From an optimization exercise on the open Yosys and OpenROAD flow, aimed at small area and a short achievable clock period; shortcuts taken in it are not production practice.
The RTL was checked by simulation tests, not by an equivalence proof against the original design.
No activity file was given, so power comes from the tool's default toggle rates.

== v38 ==
Design chan_decim, start of the top module:
module chan_decim (
    input  wire        clk,
    input  wire        rst,         
    input  wire        bit_valid,
    input  wire        bit_in,
    output wire        out_valid,
    output wire [39:0] out_v
);
    reg rst_r, bv_r, b_r;
    always @(posedge clk) begin
        rst_r <= rst;
        bv_r  <= bit_valid & ~rst;
        b_r   <= bit_in;
    end
    wire        x_pre, x_valid;
    wire [22:0] x;
    cic5_dec32 u_cic (
        .clk(clk), .rst(rst_r),
        .bit_valid(bv_r), .bit_in(b_r),
        .x_pre(x_pre), .x_valid(x_valid), .x(x)
    );
    fir_iron_mac u_fir (
        .clk(clk), .rst(rst_r),
        .x_pre(x_pre), .x_valid(x_valid), .x(x),
        .v_valid(out_valid), .v(out_v)
    );
endmodule
clock: 12.0 ns
lec_check: 0
cap_margin: 20
core_margin: 2
core_utilization: 70
cts_cluster_diameter: 60
cts_cluster_size: 24
slew_margin: 20
standard.sh (not shown) runs the stock make flow with config.mk's settings and CLKGATE_MAP_FILE= SYNTH_SCRIPT=/design/flow/synth_recipe.tcl, a recipe that flattens the netlist after the stock synthesis.
==> flow/flow/run.sh <==
#!/bin/bash
# Standard layout (the standard.sh, standard synthesis unchanged) with
# timing repair aimed at a setup slack margin, so the resizer also works on
# paths that already meet the 12 ns clock, and with buf_4 port buffers.
# Output goes to flow_make.log; each tool also logs under orfs/logs.
set -euo pipefail
export SETUP_SLACK_MARGIN=8.3
export BUFFER_PORTS_ARGS="-buffer_cell sky130_fd_sc_hd__buf_4"
bash standard.sh > flow_make.log 2>&1
Per the final summary, v38 finished and its layout is clean on timing, DRC and antenna.
[inputs] v32 vs v38
diff --git a/flow/flow/run.sh b/flow/flow/run.sh
--- a/flow/flow/run.sh
+++ b/flow/flow/run.sh
@@ -6,3 +6,3 @@
 set -euo pipefail
-export SETUP_SLACK_MARGIN=8.3
+export SETUP_SLACK_MARGIN=8.6
 export BUFFER_PORTS_ARGS="-buffer_cell sky130_fd_sc_hd__buf_4"
From v38 to v32 the numbers moved as follows: proportion of total power due to net switching grew by 0.25 points; total of plain and repair buffers excluding clock buffers grew by 83; number of antenna violations at the first check in global routing grew by 2; share of the cycle needed by the critical path after routing shrank by 0.29 points. Of the two values seen for critical path start-end classification, flip-flop to flip-flop was produced by v32 and flip-flop to output port by v38. In v32 the critical path depth turned out 10 higher than in v38.
Input-level comparison between v11 and v32:
==> flow/flow/run.sh <==
#!/bin/bash
# Standard layout (the standard.sh, standard synthesis unchanged) with
# timing repair aimed at a setup slack margin, so the resizer also works on
# paths that already meet the 12 ns clock. Output goes to flow_make.log.
set -euo pipefail
export SETUP_SLACK_MARGIN=8.3
bash standard.sh > flow_make.log 2>&1
==> comparison <==
Measured against each other, v11 and v32 differ in number of vias in the routed layout, the higher figure coming from v32.
Any difference in total placed cells including tap cells between v32 and v11 is small enough to ignore.
The flow did not stop early for v11: all stages ran, and the layout cleared the timing, DRC and antenna checks.
[compare] base=v32 new=v11: final area fell about 2.1%; share of total power in the clock network rose 0.8 points.
Reported for v11 and v32, DRC violations left turned out identical to the last digit.
Power: v11 < v32
Changes observed in v11 relative to v32: worst setup slack saw a decrease; share of the clock period used by the worst path saw an increase; register-to-register setup slack saw an increase; register area share after synthesis saw little to no change; worst hold slack saw an increase.

Another version of the RTL of chan_decim (not shown whole).
For scale: roughly 5100 cells after synthesis, roughly 1900 flip-flops, roughly 45 I/O pins, ~63000 µm² of cells after synthesis.
Settings: LEC_CHECK=0, CAP_MARGIN=20, CORE_MARGIN=2, CORE_UTILIZATION=55, CTS_CLUSTER_DIAMETER=100, CTS_CLUSTER_SIZE=32, SLEW_MARGIN=20; clock period 12.0 ns.
==> flow/flow/run.sh <==
#!/bin/bash
# Standard layout (the standard.sh, standard synthesis unchanged) with
# timing repair aimed at a setup slack margin, so the resizer also works on
# paths that already meet the 12 ns clock. Output goes to flow_make.log.
set -euo pipefail
export SETUP_SLACK_MARGIN=8.3
bash standard.sh > flow_make.log 2>&1
Then changed:
CORE_UTILIZATION = 70   (was 55)
CTS_CLUSTER_DIAMETER = 60   (was 100)
CTS_CLUSTER_SIZE = 24   (was 32)
After rerunning: Setup slack gets worse by 0.021 ns; routed wire length goes up by 2.2%; clock-buffer cell count goes up by 32; clock skew goes down by 0.0063 ns; critical path depth goes down by 1.
Then changed:
--- a/flow/flow/run.sh
+++ b/flow/flow/run.sh
@@ -4,4 +4,4 @@
 # paths that already meet the 12 ns clock. Output goes to flow_make.log.
 set -euo pipefail
-export SETUP_SLACK_MARGIN=8.3
+export SETUP_SLACK_MARGIN=8.6
 bash standard.sh > flow_make.log 2>&1
CORE_UTILIZATION = 55   (was 70)
Result: The new run went through all stages and came out clean. Clock skew hardly moves. First-iteration DRC count fell by 21%. Final area rose by 4.0%. Critical path depth rose by 1.
Then changed:
--- a/flow/flow/run.sh
+++ b/flow/flow/run.sh
@@ -4,4 +4,4 @@
 # paths that already meet the 12 ns clock. Output goes to flow_make.log.
 set -euo pipefail
-export SETUP_SLACK_MARGIN=8.6
+export SETUP_SLACK_MARGIN=8.3
 bash standard.sh > flow_make.log 2>&1
Outcome:
- first-iteration DRC count climbs by 4.6%
- count of clock-buffer cells in the layout rose by 1
- non-clock buffer count falls by 56
- hold slack stays flat
- sequential share of layout area is higher by 0.86 points
- sequential power hardly moves

==> port drivers added, routing unchanged <==
How much do the figures lean on ideal ports? The routed layouts below were timed once more, with nothing changed but the port constraints. Step 1 sets driving cells, clkbuf_16 on the clock port and buf_2 on the other inputs (assumed; they add their load-dependent delay and slew). Step 2 moves the port delays by t, midway between the first and last clock arrival at a register: inputs arrive t later, outputs are due t later. That takes back most of the time a late clock gives input paths. Three values: ideal, step 1, step 2; two values: the first two.
| run | t (ns) | setup slack, ns | worst setup path after step 2 | worst register clock-pin slew, ns | cell pins on the clock port's net |
|---|---|---|---|---|---|
| v38 | 0.758 | 8.368 / 8.302 / 8.388 | register to register | 0.09 / 0.09 | 1 |
| v32 | 0.754 | 8.402 / 8.354 / 8.402 | register to register | 0.10 / 0.10 | 1 |
| v11 | 0.768 | 8.359 / 8.292 / 8.420 | register to register | 0.09 / 0.09 | 1 |
| the first run of note 2 | 0.752 | 8.290 / 8.290 / 8.290 | register to register | 0.12 / 0.12 | 1 |
| the second run of note 2 | 0.772 | 8.269 / 8.269 / 8.269 | register to register | 0.09 / 0.09 | 1 |
| the third run of note 2 | 0.768 | 8.336 / 8.336 / 8.336 | register to register | 0.09 / 0.09 | 1 |
| the fourth run of note 2 | 0.794 | 8.279 / 8.279 / 8.279 | register to register | 0.09 / 0.09 | 1 |
After both steps setup and hold are still met in every run listed.
